Context: an optimization exercise on an open-source flow, tuned for small area and a short achievable clock period. The choices shown serve that exercise and are no tape-out recipe.
No activity file was given, so power comes from the tool's default toggle rates.

==> build 95 <==
## le_fpu
module le_fpu (
    input  wire        clk,
    input  wire        rst,         
    input  wire        in_valid,
    input  wire [31:0] in_insn,
    input  wire [31:0] in_a,        
    input  wire [31:0] in_b,        
    output reg         out_valid,
    output reg         out_fault,   
    output reg         out_wen,     
    output reg  [4:0]  out_rd,
    output reg  [31:0] out_data
);
clock: 16.0 ns
lec_check: 0
cap_margin: 20
core_margin: 2
core_utilization: 45
slew_margin: 20
synth_hierarchical: 1
synth_minimum_keep_size: 0
standard.sh (not shown) runs the stock make flow with config.mk's settings and CLKGATE_MAP_FILE= SYNTH_SCRIPT=/design/flow/synth_recipe.tcl, a recipe that flattens the netlist after the stock synthesis.
==> flow/flow/run.sh <==
#!/bin/bash
set -euo pipefail
export SETUP_SLACK_MARGIN=${SETUP_SLACK_MARGIN:-6}
export BUFFER_PORTS_ARGS="-buffer_cell sky130_fd_sc_hd__buf_2"
bash standard.sh > run.log 2>&1
==> inputs of trial 89, as changes to build 95 <==
--- a/flow/design.v
+++ b/flow/design.v
@@ -12,40 +12,26 @@
         for (j = 0; j < 32; j = j + 1)
             lost[j] = big | ({1'b0, sh} >= j + 2);
     assign w   = big ? 33'd0 : t[64:32];
     assign stk = ((x & lost) != 32'd0);
 endmodule
-module le_fpu_lzc (
+module le_fpu_norm (
     input  wire [31:0] x,
+    output wire [31:0] n,
     output wire [4:0]  lz
 );
-    reg [15:0] v1;  reg [15:0] c1;
-    reg [7:0]  v2;  reg [15:0] c2;
-    reg [3:0]  v3;  reg [11:0] c3;
-    reg [1:0]  v4;  reg [7:0]  c4;
-    reg [4:0]  c5;
-    integer i;
-    always @(*) begin
-        for (i = 0; i < 16; i = i + 1) begin
-            v1[i] = x[2*i+1] | x[2*i];
-            c1[i] = ~x[2*i+1];
-        end
-        for (i = 0; i < 8; i = i + 1) begin
-            v2[i] = v1[2*i+1] | v1[2*i];
-            c2[2*i +: 2] = v1[2*i+1] ? {1'b0, c1[2*i+1]} : {1'b1, c1[2*i]};
-        end
-        for (i = 0; i < 4; i = i + 1) begin
-            v3[i] = v2[2*i+1] | v2[2*i];
-            c3[3*i +: 3] = v2[2*i+1] ? {1'b0, c2[4*i+2 +: 2]} : {1'b1, c2[4*i +: 2]};
-        end
-        for (i = 0; i < 2; i = i + 1) begin
-            v4[i] = v3[2*i+1] | v3[2*i];
-            c4[4*i +: 4] = v3[2*i+1] ? {1'b0, c3[6*i+3 +: 3]} : {1'b1, c3[6*i +: 3]};
-        end
-        c5 = v4[1] ? {1'b0, c4[7:4]} : {1'b1, c4[3:0]};
-    end
-    assign lz = c5;
+    wire        z4 = (x[31:16] == 16'd0);
+    wire [31:0] n4 = z4 ? {x[15:0], 16'd0} : x;
+    wire        z3 = (n4[31:24] == 8'd0);
+    wire [31:0] n3 = z3 ? {n4[23:0], 8'd0} : n4;
+    wire        z2 = (n3[31:28] == 4'd0);
+    wire [31:0] n2 = z2 ? {n3[27:0], 4'd0} : n3;
+    wire        z1 = (n2[31:30] == 2'd0);
+    wire [31:0] n1 = z1 ? {n2[29:0], 2'd0} : n2;
+    wire        z0 = ~n1[31];
+    assign n  = z0 ? {n1[30:0], 1'b0} : n1;
+    assign lz = {z4, z3, z2, z1, z0};
 endmodule
 module le_fpu_add8 (
     input  wire [7:0] x,
     input  wire [7:0] y,
     input  wire        cin,
@@ -1807,71 +1793,58 @@
     wire        b_nan  = b_emax & b_fnz;
     wire a_ge = (in_a[30:0] >= in_b[30:0]);
     wire a_eq = (in_a[30:0] == in_b[30:0]);
     wire        sb_eff  = sb ^ f_sub;
     wire        eff_sub = sa ^ sb_eff;
+    wire        sel_a   = ~f_add | ~a_ge;
+    wire        z_sel   = sel_a ? a_zero : b_zero;
+    wire [22:0] f_sel   = sel_a ? fa : fb;
+    wire [31:0] s_in    = f_cif ? in_a : {1'b0, ~z_sel, f_sel & {23{~z_sel}}, 7'd0};
     wire [7:0]  d_ab, d_ba;
-    wire        d_ab_co, d_ba_co;
+    wire        e_ge, e_le;                          
     le_fpu_add8 u_d_ab (
         .x   (ea),
         .y   (~eb),
         .cin (1'b1),
         .s   (d_ab),
-        .cout(d_ab_co)
+        .cout(e_ge)
     );
     le_fpu_add8 u_d_ba (
         .x   (eb),
         .y   (~ea),
         .cin (1'b1),
         .s   (d_ba),
-        .cout(d_ba_co)
+        .cout(e_le)
     );
+    wire [7:0]  d_exp   = e_ge ? d_ab : d_ba;
     wire [8:0]  t_cvt   = (f_qfi ? 9'd126 : 9'd157) - {1'b0, ea};
     wire        cvt_sat = t_cvt[8];                      
-    wire [7:0]  sh_a    = f_add ? d_ba : (f_cif ? 8'd0 : t_cvt[7:0]);
-    wire [31:0] xa_in   = f_cif ? in_a : {1'b0, ~a_zero, fa & {23{~a_zero}}, 7'd0};
-    wire [31:0] xb_in   = {1'b0, ~b_zero, fb & {23{~b_zero}}, 7'd0};
-    wire [32:0] wa, wb;
-    wire        stka, stkb;
-    le_fpu_rshift u_rshift_a (
-        .x  (xa_in),
-        .sh (sh_a[4:0]),
-        .big(sh_a[7:5] != 3'd0),
-        .w  (wa),
-        .stk(stka)
-    );
-    le_fpu_rshift u_rshift_b (
-        .x  (xb_in),
-        .sh (d_ab[4:0]),
-        .big(d_ab[7:5] != 3'd0),
-        .w  (wb),
-        .stk(stkb)
+    wire [7:0]  sh_full = f_add ? d_exp : (f_cif ? 8'd0 : t_cvt[7:0]);
+    wire [32:0] w;
+    wire        stk;
+    le_fpu_rshift u_rshift (
+        .x  (s_in),
+        .sh (sh_full[4:0]),
+        .big(sh_full[7:5] != 3'd0),
+        .w  (w),
+        .stk(stk)
     );
-    wire        sel_a = ~f_add | ~a_ge;
-    wire [32:0] w     = sel_a ? wa : wb;
-    wire        stk   = sel_a ? stka : stkb;
-    wire [31:0] x_add  = f_add ? {1'b0, 1'b1, (a_ge ? fa : fb), 7'd0} : 32'd0;
+    wire        cfi_up = w[0] & (stk | w[1]);
+    wire [31:0] x_add  = f_add ? {1'b0, 1'b1, (a_ge ? fa : fb), 7'd0}
+                               : {31'd0, f_cfi & (sa ^ cfi_up)};
     wire [31:0] y_add  = {w[32:2], w[1] | (f_add & (w[0] | stk))};
     wire        inv    = f_add ? eff_sub : sa;
-    wire        cin    = inv;
-    wire        cfi_up  = w[0] & (stk | w[1]);
-    wire [31:0] cfi_val = w[32:1] ^ {32{sa}};
-    wire        cfi_inc = sa ^ cfi_up;
+    wire        cin    = f_add ? eff_sub : (f_cif & sa);
     wire [31:0] sum;
     wire        add_co;
     le_fpu_add32 u_add (
         .x   (x_add),
         .y   (y_add ^ {32{inv}}),
         .cin (cin),
         .s   (sum),
         .cout(add_co)
     );
-    wire [4:0]  sum_lz;
-    le_fpu_lzc u_lzc (
-        .x (sum),
-        .lz(sum_lz)
-    );
     wire [47:0] mul_s, mul_c;
     le_fpu_mul u_mul (
         .a({1'b1, fa}),
         .b({1'b1, fb}),
         .s(mul_s),
@@ -1895,21 +1868,20 @@
     wire a_ge_b = (~sa & sb) | (~sa & ~sb & mag_a_ge) | (sa & sb & mag_a_le);
     wire pick_a = ~f_mm | b_nan | (~a_nan & (f_min ? a_le_b : a_ge_b));
     wire        p_sign = pick_a ? (f_abs ? 1'b0 : (sa ^ f_neg)) : sb;
     wire [30:0] p_mag  = pick_a ? (a_zero ? 31'd0 : in_a[30:0])
                                 : (b_zero ? 31'd0 : in_b[30:0]);
-    reg        c_rnd, c_sign, c_nan, c_inf, c_zero, c_sat, c_cfi, c_inc, c_mul;
+    reg        c_rnd, c_sign, c_nan, c_inf, c_zero, c_sat, c_cfi, c_mul;
     reg [9:0]  c_exp;
     reg [31:0] c_val;
     always @(*) begin
         c_rnd  = 1'b0;
         c_nan  = 1'b0;
         c_inf  = 1'b0;
         c_zero = 1'b0;
         c_sat  = 1'b0;
         c_cfi  = 1'b0;
-        c_inc  = cfi_inc;
         c_mul  = f_mul;
         c_sign = sa;
         c_exp  = 10'd0;
         c_val  = sum;
         if (f_add) begin
@@ -1943,23 +1915,21 @@
         end else if (f_cif) begin
             c_exp = f_qif ? 10'd127 : 10'd158;
             c_rnd = 1'b1;
         end else begin
             c_cfi = 1'b1;
-            c_val = cfi_val;
             if (a_nan) begin
                 c_zero = 1'b1;
                 c_sign = 1'b0;
             end else if (a_inf | cvt_sat)
                 c_sat = 1'b1;
         end
     end
-    reg        r_rnd, r_sign, r_nan, r_inf, r_zero, r_sat, r_cfi, r_inc, r_mul;
+    reg        r_rnd, r_sign, r_nan, r_inf, r_zero, r_sat, r_cfi, r_mul;
     reg [9:0]  r_exp;
     reg [31:0] r_val;
     reg [25:0] r_mc;                     
-    reg [4:0]  r_lz;
     reg        r_valid, r_fault, r_wen;
     reg [4:0]  r_rd;
     always @(posedge clk) begin
         if (rst)
             r_valid <= 1'b0;
@@ -1975,19 +1945,22 @@
         r_nan   <= c_nan;
         r_inf   <= c_inf;
         r_zero  <= c_zero;
         r_sat   <= c_sat;
         r_cfi   <= c_cfi;
-        r_inc   <= c_inc;
         r_mul   <= c_mul;
         r_exp   <= c_exp;
         r_val   <= c_val;
         r_mc    <= mul_c[47:22];
-        r_lz    <= sum_lz;
     end
-    wire [31:0] nz   = r_val << r_lz;
-    wire [4:0]  lz_n = r_lz;
+    wire [31:0] nz;
+    wire [4:0]  lz_n;
+    le_fpu_norm u_norm (
+        .x (r_val),
+        .n (nz),
+        .lz(lz_n)
+    );
     wire [25:0] mp;
     wire        mp_co;
     le_fpu_add26 u_mul_hi (
         .x   (r_val[31:6]),
         .y   (r_mc),
@@ -1995,39 +1968,30 @@
         .s   (mp),
         .cout(mp_co)
     );
     wire [31:0] nm   = mp[25] ? {mp, r_val[4], 5'd0} : {mp[24:0], r_val[4], 6'd0};
     wire [31:0] nn   = r_mul ? nm : nz;
+    wire [4:0]  lz   = r_mul ? {4'd0, ~mp[25]} : lz_n;
     wire        g_n  = nn[7];
     wire        s_n  = (nn[6:0] != 7'd0);
     wire        up   = g_n & (s_n | nn[8]);
     wire [24:0] m_r  = {1'b0, nn[31:8]} + {24'd0, up};
     wire        cy   = m_r[24];                  
-    wire [7:0]  ef0 = r_exp[7:0] - {3'd0, lz_n};
-    wire [7:0]  ef1 = r_exp[7:0] - {3'd0, lz_n} + 8'd1;
-    wire [7:0]  em0 = r_exp[7:0] - 8'd1;
-    wire [7:0]  em1 = r_exp[7:0];
-    wire [7:0]  em2 = r_exp[7:0] + 8'd1;
-    wire [7:0]  e_out = r_mul ? (mp[25] ? (cy ? em2 : em1) : (cy ? em1 : em0))
-                              : (cy ? ef1 : ef0);
+    wire signed [9:0] e0 = $signed(r_exp) - $signed({5'd0, lz});
+    wire [7:0]  e_out = cy ? (e0[7:0] + 8'd1) : e0[7:0];
     wire        ex_ge255 = ($signed(r_exp) >= 10'sd255);
     wire        ex_ge256 = ($signed(r_exp) >= 10'sd256);
     wire        ex_eq254 = (r_exp == 10'd254);
     wire        ex_eq255 = (r_exp == 10'd255);
     wire        top1 = r_mul ? mp[25] : r_val[31];
     wire        top2 = r_mul | r_val[30];
     wire        ovf = top1 ? (ex_ge255 | (cy & ex_eq254))
                     : (top2 & (ex_ge256 | (cy & ex_eq255)));
     wire        ex_neg = r_exp[9];
     wire        ex_big = ~r_exp[9] & (r_exp[8:5] != 4'd0);
-    wire        ex_le0 = ex_neg | (r_exp == 10'd0);
-    wire        ex_le1 = ex_le0 | (r_exp == 10'd1);
-    wire        unf_f  = ex_neg | (~ex_big & (cy ? (r_exp[4:0] < lz_n) : (r_exp[4:0] <= lz_n)));
-    wire        unf_m  = mp[25] ? (cy ? ex_neg : ex_le0) : (cy ? ex_le0 : ex_le1);
-    wire        unf    = r_mul ? unf_m : unf_f;
+    wire        unf = ex_neg | (~ex_big & (cy ? (r_exp[4:0] < lz) : (r_exp[4:0] <= lz)));
     wire        val_zero = (r_val == 32'd0);
-    wire [31:0] cfi_r = r_val + {31'd0, r_inc};
     always @(*) begin
         out_valid = r_valid;
         out_fault = r_fault;
         out_wen   = r_wen;
         out_rd    = r_rd;
@@ -2038,11 +2002,11 @@
         else if (r_rnd & val_zero)
             out_data = 32'd0;
         else if (r_zero | (r_rnd & unf))
             out_data = {r_sign, 31'd0};
         else if (r_cfi)
-            out_data = (r_sat | (~r_sign & cfi_r[31])) ? {r_sign, {31{~r_sign}}} : cfi_r;
+            out_data = (r_sat | (~r_sign & r_val[31])) ? {r_sign, {31{~r_sign}}} : r_val;
         else if (r_rnd)
             out_data = {r_sign, e_out, m_r[22:0]};
         else
             out_data = r_val;
     end
==> summary.txt <==
|  | build 95 | trial 89 |
|---|---|---|
| Outcome | timing/DRC/antenna clean | timing/DRC/antenna clean |
| Starting utilization of the core area | 45.5% | 45.7% |
| Fraction of power spent switching nets | 53.9% | 52.2% |
| Headroom to the max-slew limit | 27.4% | 19.0% |
| Router iterations before antenna repair | 9 | 6 |
| Data arrival at the endpoint of the critical path | 10.27 ns | 10.24 ns |
| Routed via count | 34.7k | 28.5k |
| Wirelength, routed | 143000 um | 119000 um |
| Wire length of the first global-routing pass | 213000 um | 178000 um |
| Core box area | 80500 um^2 | 68800 um^2 |
| Worst Slack Setup Final | 5.98 ns | 5.98 ns |
| Gate count of the mapped netlist | 4172 | 3423 |
| Pin count of the biggest net entering global routing | 65 | 62 |
| WHS Endpoint | r_rd[4] | r_rd[3] |
| Fraction of final layout cells with drive strength greater than 1 | 19.7% | 22.8% |
| Worst-Margin Slew | 1.09 ns | 1.21 ns |
| Worst setup path endpoint | r_lz[0] | r_val[15] |
No run of this note included a check of the RTL's function; only the layout flow was run.

==> port drivers added, routing unchanged <==
In the flow no input, the clock included, has a driving cell. The finished layouts below were timed again as built, in two steps.
Step 1 assumes that a clkbuf_16 drives the clock port and a buf_2 every other input.
Step 2 also shifts input and output timing later by t, the mid clock arrival at the registers, as if the neighbouring blocks saw the same clock.
a / b / c = no drivers / after step 1 / after step 2; a / b = the first two.
run	t, ns	setup slack, ns	pins driven straight from the clock port
build 95	0.421	5.983 / 6.008 / 5.587	1
trial 89	0.390	5.982 / 5.987 / 5.597	1
After both steps setup and hold are still met in every run listed. For build 95, which loses most, drivers alone change the setup slack by +0.025 ns; drivers and shift together by -0.396 ns.
